This design comes from an exercise in tuning for small area and a short achievable clock period on the open sky130 flow, not from production work. Only simulation tests tie the RTL to the original design; equivalence was not proved. Power and IR drop assume default switching activity.

==> module spool_queue, before the edit <==
module spool_queue (
    input  wire        clk,
    input  wire        rst,          
    input  wire        wr_valid,
    input  wire [63:0] wr_data,
    input  wire        wr_end,       
    output wire        wr_ready,
    input  wire        rd_en,
    output reg         rd_valid,     
    output wire        rd_end,       
    output wire [63:0] rd_data,
    input  wire        op_valid,
    input  wire [1:0]  op_code,      
    input  wire [6:0]  op_k,         
    output reg         op_refused,
    output reg  [5:0]  fill,         
    output reg  [5:0]  pkts,         
    output reg  [5:0]  peak          
);
  reg  [63:0] mem_data [0:31];
  reg  [31:0] mem_end;
  reg  [4:0]  ptr_l, ptr_m, ptr_p, ptr_w;
  reg  [4:0]  epos [0:31];
  reg  [4:0]  e_l;        
  reg  [4:0]  e_m;        
  reg  [4:0]  e_w;        
  reg  [5:0]  c_lm, c_mp;
  wire is_adv = op_valid && op_code == 2'd0;
  wire is_rm  = op_valid && op_code == 2'd1;
  wire is_rel = op_valid && op_code == 2'd2;
  wire is_rr  = op_valid && op_code == 2'd3;
  wire adv_ok = is_adv && (c_mp != 6'd0);
  wire k_ok   = !op_k[6] && (op_k[5:0] != 6'd0) && (op_k[5:0] <= c_lm);
  wire rel_ok = is_rel && k_ok;
  wire refuse = (is_adv && c_mp == 6'd0) || (is_rel && !k_ok);
  wire       rd_take = rd_en && !op_valid && (pkts != 6'd0);
  wire       e_p     = mem_end[ptr_p + 5'd1];
  assign wr_ready = !fill[5] || rel_ok;
  wire   wr_take  = wr_valid && wr_ready;
  wire   wr_mark  = wr_take && wr_end;
  wire [4:0] rel_idx = e_l + op_k[4:0] - 5'd1;
  wire [4:0] rel_pos = epos[rel_idx];
  wire [4:0] rel_off = rel_pos - ptr_l;               
  wire [4:0] adv_pos = epos[e_m];
  wire [5:0] fill_rel  = rel_ok ? fill + {1'b1, ~rel_off} : fill;
  wire [5:0] fill_next = fill_rel + {5'd0, wr_take};
  always @(posedge clk) begin
    if (wr_take) begin
      mem_data[ptr_w + 5'd1] <= wr_data;
      mem_end[ptr_w + 5'd1]  <= wr_end;
    end
    if (wr_mark)
      epos[e_w] <= ptr_w;
  end
  always @(posedge clk) begin
    if (rst) begin
      ptr_l      <= 5'd0;
      ptr_m      <= 5'd0;
      ptr_p      <= 5'd0;
      ptr_w      <= 5'd0;
      e_l        <= 5'd0;
      e_m        <= 5'd0;
      e_w        <= 5'd0;
      c_lm       <= 6'd0;
      c_mp       <= 6'd0;
      pkts       <= 6'd0;
      fill       <= 6'd0;
      peak       <= 6'd0;
      rd_valid   <= 1'b0;
      op_refused <= 1'b0;
    end else begin
      op_refused <= refuse;
      rd_valid   <= rd_take;
      fill       <= fill_next;
      if (wr_take && !rel_ok && fill == peak) peak <= peak + 6'd1;
      if (wr_take) ptr_w <= ptr_w + 5'd1;
      if (wr_mark) e_w <= e_w + 5'd1;
      if (rel_ok) begin
        ptr_l <= rel_pos + 5'd1;
        e_l   <= e_l + op_k[4:0];
        c_lm  <= c_lm - op_k[5:0];
      end else if (adv_ok) begin
        ptr_m <= adv_pos + 5'd1;
        e_m   <= e_m + 5'd1;
        c_lm  <= c_lm + 6'd1;
        c_mp  <= c_mp - 6'd1;
      end else if (is_rm) begin
        ptr_p <= ptr_m;
        c_mp  <= 6'd0;
      end else if (is_rr) begin
        ptr_p <= ptr_l;
        ptr_m <= ptr_l;
        e_m   <= e_l;
        c_lm  <= 6'd0;
        c_mp  <= 6'd0;
      end else if (rd_take) begin
        ptr_p <= ptr_p + 5'd1;
        c_mp  <= c_mp + {5'd0, e_p};
      end
      pkts <= (is_rm ? pkts + c_mp :
               is_rr ? pkts + c_mp + c_lm :
               rd_take ? pkts - {5'd0, e_p} : pkts) + {5'd0, wr_mark};
    end
  end
  assign rd_end  = rd_valid && mem_end[ptr_p];
  assign rd_data = rd_valid ? mem_data[ptr_p] : 64'd0;
endmodule
clock: 30.0 ns
lec_check: 0
cap_margin: 20
core_margin: 2
core_utilization: 40
slew_margin: 20
run.sh (not shown) runs the stock make flow with config.mk's settings and CLKGATE_MAP_FILE= SYNTH_SCRIPT=/design/flow/synth_recipe.tcl, a recipe that flattens the netlist after the stock synthesis.
Next try:
--- a/flow/design.v
+++ b/flow/design.v
@@ -32,18 +32,31 @@
   wire adv_ok = is_adv && (c_mp != 6'd0);
   wire k_ok   = !op_k[6] && (op_k[5:0] != 6'd0) && (op_k[5:0] <= c_lm);
   wire rel_ok = is_rel && k_ok;
   wire refuse = (is_adv && c_mp == 6'd0) || (is_rel && !k_ok);
   wire       rd_take = rd_en && !op_valid && (pkts != 6'd0);
-  wire       e_p     = mem_end[ptr_p + 5'd1];
   assign wr_ready = !fill[5] || rel_ok;
   wire   wr_take  = wr_valid && wr_ready;
   wire   wr_mark  = wr_take && wr_end;
   wire [4:0] rel_idx = e_l + op_k[4:0] - 5'd1;
-  wire [4:0] rel_pos = epos[rel_idx];
+  wire [31:0] rel_sel = 32'd1 << rel_idx;
+  wire [31:0] adv_sel = 32'd1 << e_m;
+  wire [31:0] p_sel   = 32'd1 << ptr_p;
+  reg  [4:0]  rel_pos, adv_pos;
+  reg         e_p;    
+  integer j;
+  always @* begin
+    rel_pos = 5'd0;
+    adv_pos = 5'd0;
+    e_p     = 1'b0;
+    for (j = 0; j < 32; j = j + 1) begin
+      rel_pos = rel_pos | ({5{rel_sel[j]}} & epos[j]);
+      adv_pos = adv_pos | ({5{adv_sel[j]}} & epos[j]);
+      e_p     = e_p | (p_sel[j] & mem_end[(j + 1) % 32]);
+    end
+  end
   wire [4:0] rel_off = rel_pos - ptr_l;               
-  wire [4:0] adv_pos = epos[e_m];
   wire [5:0] fill_rel  = rel_ok ? fill + {1'b1, ~rel_off} : fill;
   wire [5:0] fill_next = fill_rel + {5'd0, wr_take};
   always @(posedge clk) begin
     if (wr_take) begin
       mem_data[ptr_w + 5'd1] <= wr_data;
@@ -100,8 +113,16 @@
       pkts <= (is_rm ? pkts + c_mp :
                is_rr ? pkts + c_mp + c_lm :
                rd_take ? pkts - {5'd0, e_p} : pkts) + {5'd0, wr_mark};
     end
   end
-  assign rd_end  = rd_valid && mem_end[ptr_p];
-  assign rd_data = rd_valid ? mem_data[ptr_p] : 64'd0;
+  wire [31:0] rsel = p_sel & {32{rd_valid}};
+  reg  [64:0] rd_word;
+  integer i;
+  always @* begin
+    rd_word = 65'd0;
+    for (i = 0; i < 32; i = i + 1)
+      rd_word = rd_word | ({65{rsel[i]}} & {mem_end[i], mem_data[i]});
+  end
+  assign rd_end  = rd_word[64];
+  assign rd_data = rd_word[63:0];
 endmodule
=> Final area falls by 4.5%. Die area goes down by 4.9%. Sequential power stays flat. Sequential cell count went down by 10. First-iteration DRC count climbs by 46%. Final cell count grows by 9.9%. Wire length goes up by 22%. Power went down by 6.0%. Maximum frequency rises by 4.0%.

---

lane 5:
The RTL this note starts from:
==> flow/design.v <==
module spool_queue (
    input  wire        clk,
    input  wire        rst,          
    input  wire        wr_valid,
    input  wire [63:0] wr_data,
    input  wire        wr_end,       
    output wire        wr_ready,
    input  wire        rd_en,
    output reg         rd_valid,     
    output wire        rd_end,       
    output wire [63:0] rd_data,
    input  wire        op_valid,
    input  wire [1:0]  op_code,      
    input  wire [6:0]  op_k,         
    output reg         op_refused,
    output reg  [5:0]  fill,         
    output reg  [5:0]  pkts,         
    output reg  [5:0]  peak          
);
  reg         phase;
  reg  [63:0] mem_data [0:31];
  reg  [31:0] mem_end;
  reg  [4:0]  epos [0:31];
  reg  [4:0]  ptr_l, ptr_m, ptr_p, ptr_w;
  reg  [4:0]  e_l;        
  reg  [4:0]  e_m;        
  reg  [4:0]  e_w;        
  reg  [5:0]  c_lm, c_mp;
  wire is_adv = op_valid && op_code == 2'd0;
  wire is_rm  = op_valid && op_code == 2'd1;
  wire is_rel = op_valid && op_code == 2'd2;
  wire is_rr  = op_valid && op_code == 2'd3;
  wire adv_ok = is_adv && (c_mp != 6'd0);
  reg  [7:0] t_lt, t_eq, t_le;    
  wire k_ok;
  wire rel_ok = is_rel && k_ok;
  wire refuse = (is_adv && c_mp == 6'd0) || (is_rel && !k_ok);
  wire       rd_take = rd_en && !op_valid && (pkts != 6'd0);
  spool_queue_ready u_ready (
    .op_valid(op_valid), .op_code(op_code), .op_k(op_k), .full(fill[5]),
    .t_lt(t_lt), .t_eq(t_eq), .t_le(t_le), .k_ok(k_ok), .wr_ready(wr_ready)
  );
  wire   wr_take  = wr_valid && wr_ready;
  wire   wr_mark  = wr_take && wr_end;
  wire [4:0] rel_idx = e_l + op_k[4:0] - 5'd1;
  wire [31:0] rel_sel = 32'd1 << rel_idx;
  wire [31:0] adv_sel = 32'd1 << e_m;
  wire [31:0] p_sel   = 32'd1 << ptr_p;
  reg  [4:0]  rel_pos, adv_pos;
  reg         e_p;    
  integer j;
  always @* begin
    rel_pos = 5'd0;
    adv_pos = 5'd0;
    e_p     = 1'b0;
    for (j = 0; j < 32; j = j + 1) begin
      rel_pos = rel_pos | ({5{rel_sel[j]}} & epos[j]);
      adv_pos = adv_pos | ({5{adv_sel[j]}} & epos[j]);
      e_p     = e_p | (p_sel[j] & mem_end[(j + 1) % 32]);
    end
    rel_pos = rel_pos ^ {5{phase}};
    adv_pos = adv_pos ^ {5{phase}};
    e_p     = e_p ^ phase;
  end
  wire [4:0] rel_off = rel_pos + ~ptr_l;              
  wire [5:0] c_lm_next = rel_ok ? c_lm - op_k[5:0] :
                         adv_ok ? c_lm + 6'd1 :
                         is_rr  ? 6'd0 : c_lm;
  wire [5:0] fill_rel  = rel_ok ? fill + {1'b1, ~rel_off} : fill;
  wire [5:0] fill_next = fill_rel + {5'd0, wr_take};
  wire [31:0] w_sel = {31'd0, wr_take} << ptr_w;
  wire [31:0] e_sel = {31'd0, wr_mark} << e_w;
  reg  [31:0] w_keep, e_keep;
  integer h;
  always @* begin
    for (h = 0; h < 32; h = h + 1) begin
      w_keep[h] = !wr_take || (ptr_w != h);
      e_keep[h] = !wr_mark || (e_w != h);
    end
  end
  wire [63:0] wd_enc  = wr_data ^ {64{phase}};
  wire        we_enc  = wr_end ^ phase;
  wire [4:0]  wp_enc  = ptr_w ^ {5{phase}};
  genvar s;
  generate
    for (s = 0; s < 32; s = s + 1) begin : slot
      reg [63:0] q_data;
      reg        q_end;
      reg [4:0]  q_pos;
      always @(posedge clk) begin
        q_data <= ~(({64{w_sel[s]}} & wd_enc) | ({64{w_keep[s]}} & q_data));
        q_end  <= ~((w_sel[s] & we_enc) | (w_keep[s] & q_end));
        q_pos  <= ~(({5{e_sel[s]}} & wp_enc) | ({5{e_keep[s]}} & q_pos));
      end
      always @* begin
        mem_data[s] = q_data;
        mem_end[s]  = q_end;
        epos[s]     = q_pos;
      end
    end
  endgenerate
  always @(posedge clk)
    phase <= !rst && !phase;
  always @(posedge clk) begin
    if (rst) begin
      ptr_l      <= 5'd0;
      ptr_m      <= 5'd0;
      ptr_p      <= 5'd0;
      ptr_w      <= 5'd1;
      e_l        <= 5'd0;
      e_m        <= 5'd0;
      e_w        <= 5'd0;
      c_lm       <= 6'd0;
      t_lt       <= 8'd0;
      t_eq       <= 8'd1;
      t_le       <= 8'd1;
      c_mp       <= 6'd0;
      pkts       <= 6'd0;
      fill       <= 6'd0;
      peak       <= 6'd0;
      rd_valid   <= 1'b0;
      op_refused <= 1'b0;
    end else begin
      op_refused <= refuse;
      rd_valid   <= rd_take;
      fill       <= fill_next;
      c_lm       <= c_lm_next;
      if (wr_take && !rel_ok && fill == peak) peak <= peak + 6'd1;
      if (wr_take) ptr_w <= ptr_w + 5'd1;
      if (wr_mark) e_w <= e_w + 5'd1;
      if (rel_ok) begin
        ptr_l <= rel_pos;
        e_l   <= e_l + op_k[4:0];
      end else if (adv_ok) begin
        ptr_m <= adv_pos;
        e_m   <= e_m + 5'd1;
        c_mp  <= c_mp - 6'd1;
      end else if (is_rm) begin
        ptr_p <= ptr_m;
        c_mp  <= 6'd0;
      end else if (is_rr) begin
        ptr_p <= ptr_l;
        ptr_m <= ptr_l;
        e_m   <= e_l;
        c_mp  <= 6'd0;
      end else if (rd_take) begin
        ptr_p <= ptr_p + 5'd1;
        c_mp  <= c_mp + {5'd0, e_p};
      end
      t_lt <= ~(8'hff << c_lm_next[5:3]);
      t_eq <= 8'd1 << c_lm_next[5:3];
      t_le <= ~(8'hfe << c_lm_next[2:0]);
      pkts <= (is_rm ? pkts + c_mp :
               is_rr ? pkts + c_mp + c_lm :
               rd_take ? pkts - {5'd0, e_p} : pkts) + {5'd0, wr_mark};
    end
  end
  wire [31:0] rsel = p_sel & {32{rd_valid}};
  reg  [64:0] rd_word;
  integer i;
  always @* begin
    rd_word = 65'd0;
    for (i = 0; i < 32; i = i + 1)
      rd_word = rd_word | ({65{rsel[i]}} & {mem_end[i], mem_data[i]});
  end
  assign rd_end  = rd_word[64] ^ (phase & rd_valid);
  assign rd_data = rd_word[63:0] ^ {64{phase & rd_valid}};
endmodule
module spool_queue_ready (
    input  wire       op_valid,
    input  wire [1:0] op_code,
    input  wire [6:0] op_k,
    input  wire       full,
    input  wire [7:0] t_lt, t_eq, t_le,
    output wire       k_ok,
    output wire       wr_ready
);
  wire [7:0] cl_hot = t_le & ~{1'b0, t_le[7:1]};
  wire [2:0] kh = op_k[5:3], kl = op_k[2:0];
  wire lt = |(t_eq[4:0] & {kh < 3'd4, kh < 3'd3, kh < 3'd2, kh < 3'd1, 1'b0});
  wire eq = |(t_eq[4:0] & {kh == 3'd4, kh == 3'd3, kh == 3'd2, kh == 3'd1, kh == 3'd0});
  wire le = |(cl_hot & {kl <= 3'd7, kl <= 3'd6, kl <= 3'd5, kl <= 3'd4, kl <= 3'd3, kl <= 3'd2, kl <= 3'd1, kl == 3'd0});
  assign k_ok = !op_k[6] && (op_k[5:0] != 6'd0) && (lt || (eq && le));
  assign wr_ready = !full || (op_valid && op_code == 2'd2 && k_ok);
endmodule
Settings: LEC_CHECK=0, CAP_MARGIN=20, CORE_MARGIN=2, CORE_UTILIZATION=40, CTS_BUF_LIST=sky130_fd_sc_hd__clkbuf_8, CTS_CLUSTER_DIAMETER=100, CTS_CLUSTER_SIZE=12, SLEW_MARGIN=20; clock period 30.0 ns.
standard.sh (not shown) runs the stock make flow with config.mk's settings and CLKGATE_MAP_FILE= SYNTH_SCRIPT=/design/flow/synth_recipe.tcl, a recipe that flattens the netlist after the stock synthesis.
==> flow/flow/run.sh <==
#!/bin/bash
set -euo pipefail
bash standard.sh \
  SETUP_SLACK_MARGIN=17.5 \
  "BUFFER_PORTS_ARGS=-buffer_cell sky130_fd_sc_hd__buf_2" \
  finish > make.log 2>&1
Lane 5 completed; timing, DRC and antenna clean
Input changes introduced in lane 3 (baseline for comparison: lane 5):
-- flow/design.v --
<<< lane 5, line 18
    output reg  [5:0]  peak          
);
  reg         phase;
  reg  [63:0] mem_data [0:31];
  reg  [31:0] mem_end;
>>> lane 3, line 18
    output reg  [5:0]  peak          
);
  reg  [63:0] mem_data [0:31];
  reg  [31:0] mem_end;
<<< lane 5, line 59
      e_p     = e_p | (p_sel[j] & mem_end[(j + 1) % 32]);
    end
    rel_pos = rel_pos ^ {5{phase}};
    adv_pos = adv_pos ^ {5{phase}};
    e_p     = e_p ^ phase;
  end
  wire [4:0] rel_off = rel_pos + ~ptr_l;              
>>> lane 3, line 58
      e_p     = e_p | (p_sel[j] & mem_end[(j + 1) % 32]);
    end
  end
  wire [4:0] rel_off = rel_pos + ~ptr_l;              
<<< lane 5, line 79
    end
  end
  wire [63:0] wd_enc  = wr_data ^ {64{phase}};
  wire        we_enc  = wr_end ^ phase;
  wire [4:0]  wp_enc  = ptr_w ^ {5{phase}};
  genvar s;
  generate
>>> lane 3, line 75
    end
  end
  genvar s;
  generate
<<< lane 5, line 89
      reg [4:0]  q_pos;
      always @(posedge clk) begin
        q_data <= ~(({64{w_sel[s]}} & wd_enc) | ({64{w_keep[s]}} & q_data));
        q_end  <= ~((w_sel[s] & we_enc) | (w_keep[s] & q_end));
        q_pos  <= ~(({5{e_sel[s]}} & wp_enc) | ({5{e_keep[s]}} & q_pos));
      end
      always @* begin
>>> lane 3, line 82
      reg [4:0]  q_pos;
      always @(posedge clk) begin
        q_data <= ({64{w_sel[s]}} & wr_data) | ({64{w_keep[s]}} & q_data);
        q_end  <= (w_sel[s] & wr_end) | (w_keep[s] & q_end);
        q_pos  <= ({5{e_sel[s]}} & ptr_w) | ({5{e_keep[s]}} & q_pos);
      end
      always @* begin
<<< lane 5, line 100
    end
  endgenerate
  always @(posedge clk)
    phase <= !rst && !phase;
  always @(posedge clk) begin
    if (rst) begin
>>> lane 3, line 93
    end
  endgenerate
  always @(posedge clk) begin
    if (rst) begin
<<< lane 5, line 164
      rd_word = rd_word | ({65{rsel[i]}} & {mem_end[i], mem_data[i]});
  end
  assign rd_end  = rd_word[64] ^ (phase & rd_valid);
  assign rd_data = rd_word[63:0] ^ {64{phase & rd_valid}};
endmodule
module spool_queue_ready (
>>> lane 3, line 155
      rd_word = rd_word | ({65{rsel[i]}} & {mem_end[i], mem_data[i]});
  end
  assign rd_end  = rd_word[64];
  assign rd_data = rd_word[63:0];
endmodule
module spool_queue_ready (
## What came out
- Relative to lane 5, the final cell area reported for lane 3 is higher.
- Well-tap cell count: higher on lane 3
- Relative to lane 5, utilization has decreased by 0.33 points in lane 3.
- Re final worst-path setup slack: lane 5 was lower than lane 3.
- Of lane 3 and lane 5, the run reporting the lower hold slack was lane 5.
- Met2 track demand over resource in global routing: lane 3 lower than lane 5
- The worst clock skew on the final layout in lane 3 sits 26 ps below the value recorded for lane 5.
- Period utilization delta for lane 3 relative to lane 5: 0.37 points lower
- The routed length per instance in lane 3 was higher than what lane 5 gave.

-- separate check: timing with driven ports --
How much do the figures lean on ideal ports? The routed layouts below were timed once more, with nothing changed but the port constraints. Step 1, drivers: a clkbuf_16 drives clk and a buf_2 each remaining input, both assumed. Step 2, shift: input delay + t, output delay - t, t = (earliest + latest rising clock arrival at the registers) / 2. This alone moves slack from input paths to output paths. Slacks: ideal / step 1 / step 2; pairs: ideal / step 1.
| run | t, ns | setup WS [ns] | worst data-port slew with drivers (ns) | pins driven straight from the clock port |
|---|---|---|---|---|
| the first run of note 1 | 0.931 | 14.865 / 14.834 / 14.834 | 0.18 | 1 |
| the second run of note 1 | 0.950 | 15.441 / 15.414 / 15.414 | 0.23 | 1 |
| lane 5 | 1.129 | 16.866 / 16.822 / 16.822 | 0.16 | 1 |
| lane 3 | 1.145 | 16.976 / 16.947 / 16.947 | 0.28 | 1 |
After both steps setup and hold are still met in every run listed. For lane 5, which loses most, drivers alone change the setup slack by -0.044 ns; drivers and shift together by -0.044 ns.
